This design comes from an exercise in tuning for small area, a short achievable clock period and few clock cycles per item on the open sky130 flow, not from production work. Function was checked by simulation only, so behaviour that the tests miss may differ from the original. No activity file was given, so power comes from the tool's default toggle rates.

### design/flow/run.sh
#!/bin/bash
# synth_recipe.tcl (not shown) runs the flow's synth.tcl, then flattens the netlist and writes it again
# the make line also repeats each setting of config.mk as NAME=value (left out here)
make -C /OpenROAD-flow-scripts/flow DESIGN_CONFIG=/design/flow/config.mk WORK_HOME=/design/flow/orfs CLKGATE_MAP_FILE= SYNTH_SCRIPT=/design/flow/synth_recipe.tcl finish
### design/flow/config.mk
export PLATFORM = sky130hd
export DESIGN_NAME = ras_strip_enc
export DESIGN_NICKNAME = ras_strip_enc
export VERILOG_FILES = /design/flow/design.v
export SDC_FILE = /design/flow/constraint.sdc
export NUM_CORES = 8
export LEC_CHECK = 0
export CAP_MARGIN = 20
export CORE_MARGIN = 2
export CORE_UTILIZATION = 30
export SLEW_MARGIN = 20
### design/flow/constraint.sdc
create_clock -name core_clock -period 18.0 [get_ports {clk}]
set_input_delay 3.6000 -clock core_clock [delete_from_list [all_inputs] [get_ports {clk}]]
set_output_delay 3.6000 -clock core_clock [all_outputs]
set_load 0.01 [all_outputs]
### design/flow/design.v
module ras_strip_enc #(
    parameter MAXW = 32                  
) (
    input  wire        clk,
    input  wire        rst,              
    input  wire        in_valid,
    output wire        in_ready,
    input  wire [15:0] in_data,          
    input  wire        in_sof,           
    input  wire        in_eof,           
    input  wire [4:0]  cfg_depth,        
    input  wire        cfg_mosaic,       
    input  wire [5:0]  cfg_width,        
    output wire        out_valid,
    input  wire        out_ready,
    output wire [7:0]  out_data,
    output wire        out_last          
);
    localparam ESC = 24;
    localparam LBN = 2 * MAXW;           
    reg         adv;                     
    assign in_ready = adv;
    integer i;
    reg         v1;
    reg [15:0]  x1r;                     
    reg         sof1, eof1;
    reg [4:0]   depth1;
    reg         mos1;
    reg [5:0]   w1;
    reg [7:0]   hmask1;                  
    reg [5:0]   col1;
    reg [1:0]   row1;                    
    reg         odd1;
    wire        take    = adv & in_valid;
    wire        wrap1   = (col1 + 6'd1 == w1);
    always @(posedge clk) begin
        if (rst)
            v1 <= 1'b0;
        else if (adv)
            v1 <= in_valid;
        if (take) begin
            x1r  <= in_data;
            sof1 <= in_sof;
            eof1 <= in_eof;
            if (in_sof) begin
                depth1 <= cfg_depth;
                mos1   <= cfg_mosaic;
                w1     <= cfg_width;
                for (i = 0; i < 8; i = i + 1)
                    hmask1[i] <= (cfg_depth > i + 8);
                col1   <= 6'd0;
                row1   <= 2'd0;
                odd1   <= 1'b0;
            end else if (wrap1) begin
                col1   <= 6'd0;
                row1   <= (row1 == 2'd2) ? 2'd2 : row1 + 2'd1;
                odd1   <= ~odd1;
            end else begin
                col1   <= col1 + 6'd1;
            end
        end
    end
    wire [15:0] x1 = x1r & {hmask1, 8'hFF};
    reg  [15:0] lb [0:LBN-1];
    reg  [15:0] left1, left2;            
    reg  [15:0] up1, up2;                
    wire        sh1 = adv & v1;
    reg  [LBN-1:0] ins;
    always @(*) begin
        for (i = 0; i < LBN; i = i + 1) begin
            if (i < MAXW)
                ins[i] = (!mos1 && w1 == i + 1) || (mos1 && (i % 2 == 1) && w1 == (i + 1) / 2);
            else if (i % 2 == 1)
                ins[i] = mos1 && w1 == (i + 1) / 2;
            else
                ins[i] = 1'b0;
        end
    end
    always @(posedge clk) begin
        if (sh1) begin
            for (i = 0; i < LBN - 1; i = i + 1)
                lb[i] <= ins[i] ? x1 : lb[i + 1];
            lb[LBN - 1] <= x1;
            left1 <= x1;
            left2 <= left1;
            up1   <= lb[0];
            up2   <= up1;
        end
    end
    wire [15:0] a1 = mos1 ? left2 : left1;
    wire [15:0] b1 = lb[0];
    wire [15:0] d1 = mos1 ? up2 : up1;
    wire [1:0]  st1 = mos1 ? 2'd2 : 2'd1;
    wire        top1 = row1 < st1;
    wire        lft1 = col1 < {4'd0, st1};
    wire [15:0] half1 = 16'd1 << (depth1 - 5'd1);
    wire [15:0] e_a   = x1 - a1;
    wire [15:0] e_b   = x1 - b1;
    wire [15:0] e_h   = x1 - half1;
    wire [15:0] e_med = x1 - a1 - b1 + d1;
    wire        a_lt_b = a1 < b1;
    wire        d_ge_a = d1 >= a1;
    wire        d_ge_b = d1 >= b1;
    wire        d_le_a = d1 <= a1;
    wire        d_le_b = d1 <= b1;
    reg  [15:0] e1;
    always @(*) begin
        if (top1 && lft1)
            e1 = e_h;
        else if (top1)
            e1 = e_a;
        else if (lft1)
            e1 = e_b;
        else if (d_ge_a && d_ge_b)
            e1 = a_lt_b ? e_a : e_b;         
        else if (d_le_a && d_le_b)
            e1 = a_lt_b ? e_b : e_a;         
        else
            e1 = e_med;                      
    end
    wire        flat1 = top1 | lft1;
    wire [15:0] gad1  = flat1 ? 16'd0 : (d_le_a ? a1 - d1 : d1 - a1);
    wire [15:0] gbd1  = flat1 ? 16'd0 : (d_le_b ? b1 - d1 : d1 - b1);
    wire [1:0]  colour1 = mos1 ? {odd1, col1[0]} : 2'd0;
    reg         v2, sof2, eof2;
    reg [15:0]  e2, gad2, gbd2;
    reg [1:0]   colour2;
    reg [4:0]   depth2;
    reg [7:0]   hmask2;
    always @(posedge clk) begin
        if (rst)
            v2 <= 1'b0;
        else if (adv)
            v2 <= v1;
        if (adv) begin
            sof2    <= sof1;
            eof2    <= eof1;
            e2      <= e1;
            gad2    <= gad1;
            gbd2    <= gbd1;
            colour2 <= colour1;
            depth2  <= depth1;
            hmask2  <= hmask1;
        end
    end
    wire [15:0] em2  = e2 & {hmask2, 8'hFF};
    wire [4:0]  msb2 = depth2 - 5'd1;
    wire        neg2 = em2[msb2[3:0]];
    wire [15:0] m2   = ({em2[14:0], 1'b0} ^ {16{neg2}}) & {hmask2, 8'hFF};
    wire [16:0] g2 = {1'b0, gad2} + {1'b0, gbd2};
    reg  [3:0]  gclass2;
    always @(*) begin
        gclass2 = 4'd0;
        for (i = 0; i < 17; i = i + 1)
            if (g2[i])
                gclass2 = (i >= 14) ? 4'd15 : i + 1;
    end
    reg         v3, sof3, eof3;
    reg [15:0]  m3;
    reg [5:0]   ctx3;
    reg [4:0]   depth3;
    always @(posedge clk) begin
        if (rst)
            v3 <= 1'b0;
        else if (adv)
            v3 <= v2;
        if (adv) begin
            sof3   <= sof2;
            eof3   <= eof2;
            m3     <= m2;
            ctx3   <= {colour2, gclass2};
            depth3 <= depth2;
        end
    end
    reg  [21:0] ctx_a [0:63];
    reg  [5:0]  ctx_n [0:63];            
    reg  [63:0] ctx_v;                   
    reg         v4, eof4;
    reg [21:0]  a4;
    reg [5:0]   n4;
    reg [15:0]  m4;
    reg [5:0]   ctx4;
    reg [4:0]   depth4;
    wire        half4   = (n4 == 6'd63);
    wire [22:0] asum4   = {1'b0, a4} + {7'd0, m4} + {22'd0, half4};
    wire [21:0] anew4   = half4 ? asum4[22:1] : asum4[21:0];
    wire [5:0]  nnew4   = half4 ? 6'd32 : n4 + 6'd1;
    wire        fwd3    = v4 && !sof3 && (ctx4 == ctx3);
    wire        hit3    = ctx_v[ctx3] && !sof3;
    wire [21:0] ainit3  = 22'd1 << (depth3 - 5'd6);
    wire [21:0] ard3    = fwd3 ? anew4 : (hit3 ? ctx_a[ctx3] : ainit3);
    wire [5:0]  nrd3    = fwd3 ? nnew4 : (hit3 ? ctx_n[ctx3] : 6'd1);
    always @(posedge clk) begin
        if (rst)
            v4 <= 1'b0;
        else if (adv)
            v4 <= v3;
        if (adv) begin
            eof4   <= eof3;
            a4     <= ard3;
            n4     <= nrd3;
            m4     <= m3;
            ctx4   <= ctx3;
            depth4 <= depth3;
        end
        if (adv && v4) begin
            ctx_a[ctx4] <= anew4;
            ctx_n[ctx4] <= nnew4;
        end
        if (adv && v3 && sof3)
            ctx_v <= 64'd0;
        else if (adv && v4)
            ctx_v[ctx4] <= 1'b1;
    end
    reg  [15:0] t4;
    always @(*) begin
        for (i = 0; i < 16; i = i + 1)
            t4[i] = (({16'd0, n4} << i) < a4) && (i < depth4);
    end
    wire [4:0]  k4;
    assign k4[4] = t4[15];
    assign k4[3] = t4[7] & ~t4[15];
    assign k4[2] = (t4[3] & ~t4[7]) | (t4[11] & ~t4[15]);
    assign k4[1] = (t4[1] & ~t4[3]) | (t4[5] & ~t4[7]) | (t4[9] & ~t4[11])
                 | (t4[13] & ~t4[15]);
    assign k4[0] = (t4[0] & ~t4[1]) | (t4[2] & ~t4[3]) | (t4[4] & ~t4[5])
                 | (t4[6] & ~t4[7]) | (t4[8] & ~t4[9]) | (t4[10] & ~t4[11])
                 | (t4[12] & ~t4[13]) | (t4[14] & ~t4[15]);
    reg         v5, eof5;
    reg [15:0]  m5;
    reg [4:0]   k5;
    reg [4:0]   depth5;
    always @(posedge clk) begin
        if (rst)
            v5 <= 1'b0;
        else if (adv)
            v5 <= v4;
        if (adv) begin
            eof5   <= eof4;
            m5     <= m4;
            k5     <= k4;
            depth5 <= depth4;
        end
    end
    wire [15:0] q5     = m5 >> k5;
    wire        esc5   = q5 >= ESC;
    wire [15:0] fk5    = m5 << (5'd16 - k5);
    wire [15:0] fd5    = m5 << (5'd16 - depth5);
    wire [15:0] field5 = esc5 ? fd5 : fk5;
    wire [4:0]  qe5    = esc5 ? 5'd24 : q5[4:0];
    wire [5:0]  len5   = esc5 ? 6'd24 + {1'b0, depth5}
                               : {1'b0, q5[4:0]} + {1'b0, k5} + 6'd1;
    reg         v6, eof6, esc6;
    reg [4:0]   qe6;
    reg [15:0]  field6;
    reg [5:0]   len6;
    always @(posedge clk) begin
        if (rst)
            v6 <= 1'b0;
        else if (adv)
            v6 <= v5;
        if (adv) begin
            eof6   <= eof5;
            esc6   <= esc5;
            qe6    <= qe5;
            field6 <= field5;
            len6   <= len5;
        end
    end
    wire [39:0] ones6  = ~({40{1'b1}} >> qe6);
    wire [5:0]  fsh6   = {1'b0, qe6} + {5'd0, !esc6};
    wire [39:0] code6  = ones6 | ({field6, 24'd0} >> fsh6);
    reg         v7, eof7;
    reg [39:0]  code7;
    reg [5:0]   len7;
    always @(posedge clk) begin
        if (rst)
            v7 <= 1'b0;
        else if (adv)
            v7 <= v6;
        if (adv) begin
            eof7  <= eof6;
            code7 <= code6;
            len7  <= len6;
        end
    end
    reg  [63:0] acc;
    reg  [6:0]  occ;
    reg  [7:0]  lastf;
    reg         hv, tv;
    reg  [7:0]  hd, td;
    reg         hl, tl;
    wire        push   = (occ >= 7'd8) && !tv;
    wire        app    = adv && v7;
    wire [6:0]  sh     = push ? occ - 7'd8 : occ;
    wire [63:0] acc_s  = push ? {acc[55:0], 8'd0} : acc;
    wire [7:0]  lst_s  = push ? {1'b0, lastf[7:1]} : lastf;
    wire [63:0] cins   = {code7, 24'd0} >> sh[4:0];
    wire [6:0]  occ_a  = sh + {1'b0, len7};
    wire [6:0]  occ_r  = (occ_a + 7'd7) & 7'h78;
    wire [6:0]  occ_n  = app ? (eof7 ? occ_r : occ_a) : sh;
    wire [2:0]  lidx   = occ_r[5:3] - 3'd1;
    always @(posedge clk) begin
        if (rst) begin
            acc   <= 64'd0;
            occ   <= 7'd0;
            lastf <= 8'd0;
            adv   <= 1'b1;
        end else begin
            acc   <= app ? (acc_s | cins) : acc_s;
            occ   <= occ_n;
            lastf <= (app && eof7) ? (lst_s | (8'd1 << lidx)) : lst_s;
            adv   <= (occ_n <= 7'd24);
        end
    end
    wire        load_h = !hv || out_ready;
    always @(posedge clk) begin
        if (rst) begin
            hv <= 1'b0;
            tv <= 1'b0;
        end else if (load_h) begin
            hv <= tv || push;
            tv <= 1'b0;
        end else if (push) begin
            tv <= 1'b1;
        end
        if (load_h) begin
            hd <= tv ? td : acc[63:56];
            hl <= tv ? tl : lastf[0];
        end else if (push) begin
            td <= acc[63:56];
            tl <= lastf[0];
        end
    end
    assign out_valid = hv;
    assign out_data  = hd;
    assign out_last  = hl;
endmodule
==> parameters.txt <==
Parameter                              Value

STA
  Worst slew margin relative to its limit    0.163
  Worst-margin pin slew    around 1.3 ns
  Share of the clock period used by the worst path    0.365
  Count of endpoints failing hold in the final timing report    0
  Post-layout minimum cycle time    6.57 ns
  Setup-failing EPs final    0
  Max Clock Freq    152 MHz
  Worst clock skew    0.0764 ns
  Number of pins with negative max-slew slack in the final report    0
  Setup repair after global routing missed its margin    no
  Total negative slack for setup checks    0 ns

Die
  Die area    484,000 sq um
  Starting density of the core    0.301
  Height of the die    approximately 700 um
  Die boundary width    about 700 um
  Core ar.    between 400,000 and 500,000 sq um
  Ports    45
  Number of cell rows    254

Synthesis
  Synth Register Bits    3,319
  Number of warnings reported in the yosys synthesis log    2
  Count leader, synth    sky130_fd_sc_hd__edfxtp_1
  Post-synth net total    between 9,000 and 10,000
  Most frequently used flop master after synthesis    sky130_fd_sc_hd__edfxtp_1
  Asr flop ratio synth    0
  Multiplexer fraction of the synthesized cell area    0.146
  Cell types with the highest counts after synthesis    3,166 x sky130_fd_sc_hd__edfxtp_1, 925 x sky130_fd_sc_hd__nand2_1, 658 x sky130_fd_sc_hd__mux4_2, 586 x sky130_fd_sc_hd__o21ai_0, 446 x sky130_fd_sc_hd__nor2_1
  Area contributors post-synth    sky130_fd_sc_hd__edfxtp_1 66%, sky130_fd_sc_hd__mux4_2 10%, sky130_fd_sc_hd__mux2_2 2.8%, sky130_fd_sc_hd__ha_1 2.5%, sky130_fd_sc_hd__nand2_1 2.4%
  Dominant combinational cell family by area after synthesis    multiplexers
  Avg Synthesized Cell Area    about 16 sq um
  Count of different cell masters after synthesis    100
  Largest area contributor in the synthesized netlist    sky130_fd_sc_hd__edfxtp_1
  Synth Area in Simple Gates    0.0553
  Top cell type's share of synthesized area    0.662
  Synthesized area    144,000 sq um
  Number of enable-type register cells in the synthesized netlist    3,166
  Area fraction in compound gates after synthesis    0.0569
  Synthesized instance count    8,876
  Fraction of the mapped netlist area in adder cells    0.0291
  Share of the synthesized netlist area taken by xor and xnor gates    0.0107
  Proportion of synthesized chip area in sequential cells    0.684

Clock tree
  Cell at the root of the clock tree    sky130_fd_sc_hd__clkbuf_16
  CTS tree    done
  Clock sinks    between 3,000 and 4,000
  Number of levels the H-tree was split into    5
  Clock slew seen by the registers of the worst setup and hold paths    ~0.06 ns
  Post CTS Setup Buffer Count    0
  Buffer levels on the longest clock path    4
  Clock Latency Late Sink    0.98 ns
  CTS Hold Bufs    0
  Clock buffers created by TritonCTS    ~350
  Count of instances resized after the clock tree is built    0

Setup path
  Crit path arrival time    7.36 ns
  Worst Setup Start Kind    register
  Destination of the worst register-to-register timing path    e2[14]
  Source of the critical timing path    mos1
  Cell with the biggest individual delay on the critical path    sky130_fd_sc_hd__edfxtp_1
  Startpoint-to-endpoint class of the critical path    register to register
  Critical path capture point    e2[14]
  Cell-by-cell trace of the critical path    buf_4 > mux2i_1 > inv_1 > ha_1 > inv_1 > fa_1 > a21o_1 > a21oi_1 > o21ai_0 > a41oi_1 > xor2_1 > fa_1 > inv_1 > ha_1 > and3_1 > a21oi_1 > o21ai_0 > o41ai_1 > o21ai_0 > xor2_1 > nand2_1 > o2111a_1 > a211oi_1
  Largest fanout on the critical path    37
  Worst path required time    roughly 19 ns
  Reg2Reg Depth    23
  Endpoint class of the critical path    register
  Worst r2r src    mos1
  Delay contributed by the slowest stage of the critical path    0.73 ns
  Register-to-register setup slack    11.43 ns

Global routing
  Global-route wire length before repair    555,000 um
  Number of antenna violations at the first check in global routing    28
  Total routing resource utilization after global routing    0.153
  Pin count of the biggest net entering global routing    210
  Overflow left after global routing    0
  Via count of the first global-routing pass    80,400

Placed design
  Detailed placer's ending HPWL    approximately 220,000 um
  Final Wtd Congestion    between 0.9 and 1
  Port Buf Inserts    44

Power and ir drop
  Share of total power consumed by net switching    0.345
  Leakage power of the design    0.0548 uW
  Post-route total power    around 28,000 uW
  Power Density    171 nW/um^2
  Clock share of power    0.254
  Combinational share of power    0.329
  Sequential group share of total power    0.417
  Sw power    9670 uW
  Worst voltage drop across the vdd grid    0.000329 V
  Power Internal    18,400 uW

Finish
  Total number of nets in the final design    9,339
  Growth of design area from synthesis to finish    14.1%
  Fraction of final layout cells with drive strength greater than 1    0.202

Min path
  Hold Path Class    register to register

Detailed routing
  Final routed DRC violation total    0
  Initial drt markers    9,338
  Mean routed wirelength per cell    24.2 um
  TritonRoute pass-1 iters    6
  Number of vias in the routed layout    80,600
  Routed Antenna Nets    0
  Sum of routed wire length over all layers    379,000 um
  Average vias per placed instance    5.14

Outcome
  Status  no timing/DRC/antenna violations

Job
  Max-cap viol count    0
==> final cells by class <==
class,instances,area [sq um]
Antenna cell,2,5.00
Clock buffer,437,9220
Clock inverter,189,2000
Fill cell,44900,314000
Inverter,184,693
Multi-Input combinational cell,4885,43600
Sequential cell,3319,98100
Tap cell,6400,8010
Timing Repair Buffer,250,2150
==> state kept, by name (all words and copies together), names as in the netlist, 22 cells and up <==
| register | flops |
|---|---|
| ctx_a | 1408 |
| a4 | 22 |
| ctx_n | 384 |
| acc | 64 |
| lb | 992 |
| ctx_v | 64 |
| code7 | 40 |
==> worst min path at each step <==
stage / slack (ns) / to / from / cells past startpoint
6_report: 0.37 / lb[58][12] / lb[59][12] / 0
4_1_cts: 0.38 / lb[58][12] / lb[59][12] / 0
3_5_place_dp: 0.40 / lb[38][7] / lb[39][7] / 0
5_1_grt: 0.38 / lb[60][5] / lb[61][5] / 0
2_1_floorplan: 0.40 / ctx3[4] / colour2[0] / 0
3_3_place_gp: 0.40 / lb[32][11] / lb[33][11] / 0
==> per-layer routing <==
metal  global-route usage  vias up  part of all wire
met5                    0        -           0.00014
met4               0.0452        8             0.031
met3               0.0225      661             0.071
met2                0.248     3239              0.47
met1                0.212    41800              0.43
li1                     -    34900                 -
==> cells by family after synthesis <==
kind of cell	count (synthesis)
xor gates and xnor gates	174
and+or+nand+nor	1837
buffers and inverters	672
adders and majority gates	318
AOI/OAI and AO/OA	1338
muxes	1218
DFF	3319
==> cells in the final DEF, fill, tap and decap left out, drive strengths merged, types with 15 or more instances in the layout <==
| master | n |
|---|---|
| clkdlybuf4s50 | 43 |
| nor3 | 92 |
| clkbuf | 437 |
| o221ai | 15 |
| o22ai | 25 |
| xnor2 | 96 |
| bufinv | 31 |
| edfxtp | 3166 |
| nor2 | 447 |
| o21bai | 17 |
| a41oi | 39 |
| mux2i | 190 |
| xor2 | 78 |
| nand3b | 17 |
| or3 | 25 |
| nand2b | 46 |
| a21oi | 246 |
| nor2b | 50 |
| o21a | 45 |
| nand2 | 925 |
| and3 | 45 |
| mux4 | 661 |
| dfxtp | 153 |
| o31ai | 16 |
| a31oi | 63 |
| nand4 | 18 |
| a211oi | 44 |
| buf | 207 |
| inv | 200 |
| nand3 | 83 |
| o211ai | 22 |
| mux2 | 367 |
| a21o | 71 |
| fa | 26 |
| clkinv | 131 |
| ha | 292 |
| nor3b | 15 |
| and2 | 29 |
| o21ai | 592 |
==> worst max-delay path, delay by kind of cell (launching register included) <==
family                   cells  cell delay [ns]
XOR/XNOR                     2             0.49
multiplexers                 1             0.26
adder cells (fa/ha/maj)      4             1.34
buffers and inverters        4             0.92
flip-flops                   1             0.73
AO/OA/AOI/OAI               10             2.26
AND/OR/NAND/NOR              2             0.28
==> power groups by stage <==
stage	Combinational [uW]	Sequential, uW	Clock, uW
floorplan	5980	11900	0
global placement	8890	11900	0
detailed placement	9160	11900	0
CTS	9190	11700	7260
global route	10000	11800	7550
finish	9220	11700	7120
==> through the flow <==
step / hold slack (ns) / worst slack [ns] / instance area (sq um) / std cells / utilization
2_1_floorplan: 0.400 / 3.71 / 144000 / 8876 / -
3_3_place_gp: 0.403 / 11.48 / 152000 / 15000 / 0.319
3_5_place_dp: 0.405 / 11.56 / 152000 / 15000 / 0.319
4_1_cts: 0.375 / 11.50 / 164000 / 15700 / 0.343
5_1_grt: 0.380 / 10.91 / 164000 / 15700 / 0.343
6_report: 0.373 / 11.43 / 164000 / 15700 / 0.343
Testbench counts, summed over its fixed seeds: cycles 136,424, items 127,122.

what the ideal ports hide:
Ports are ideal in the flow. The routed layout listed here was re-timed in OpenROAD.
Step 1, drivers: a clkbuf_16 drives clk and a buf_2 each remaining input, both assumed.
Step 2, shift: input delay + t, output delay - t, t = (earliest + latest rising clock arrival at the registers) / 2. This alone moves slack from input paths to output paths.
a / b / c = no drivers / after step 1 / after step 2; a / b = the first two.
t, ns: 1.046
slack for setup (ns): 11.434 / 11.434 / 11.434
hold WS [ns]: 0.373 / 0.373 / 0.373
latest minus earliest clock arrival (ns): 0.104 / 0.104
worst data-port slew with drivers (ns): 0.31
After both steps setup and hold are still met in this run. For this run, drivers alone change the setup slack by 0.000 ns; drivers and shift together by 0.000 ns.
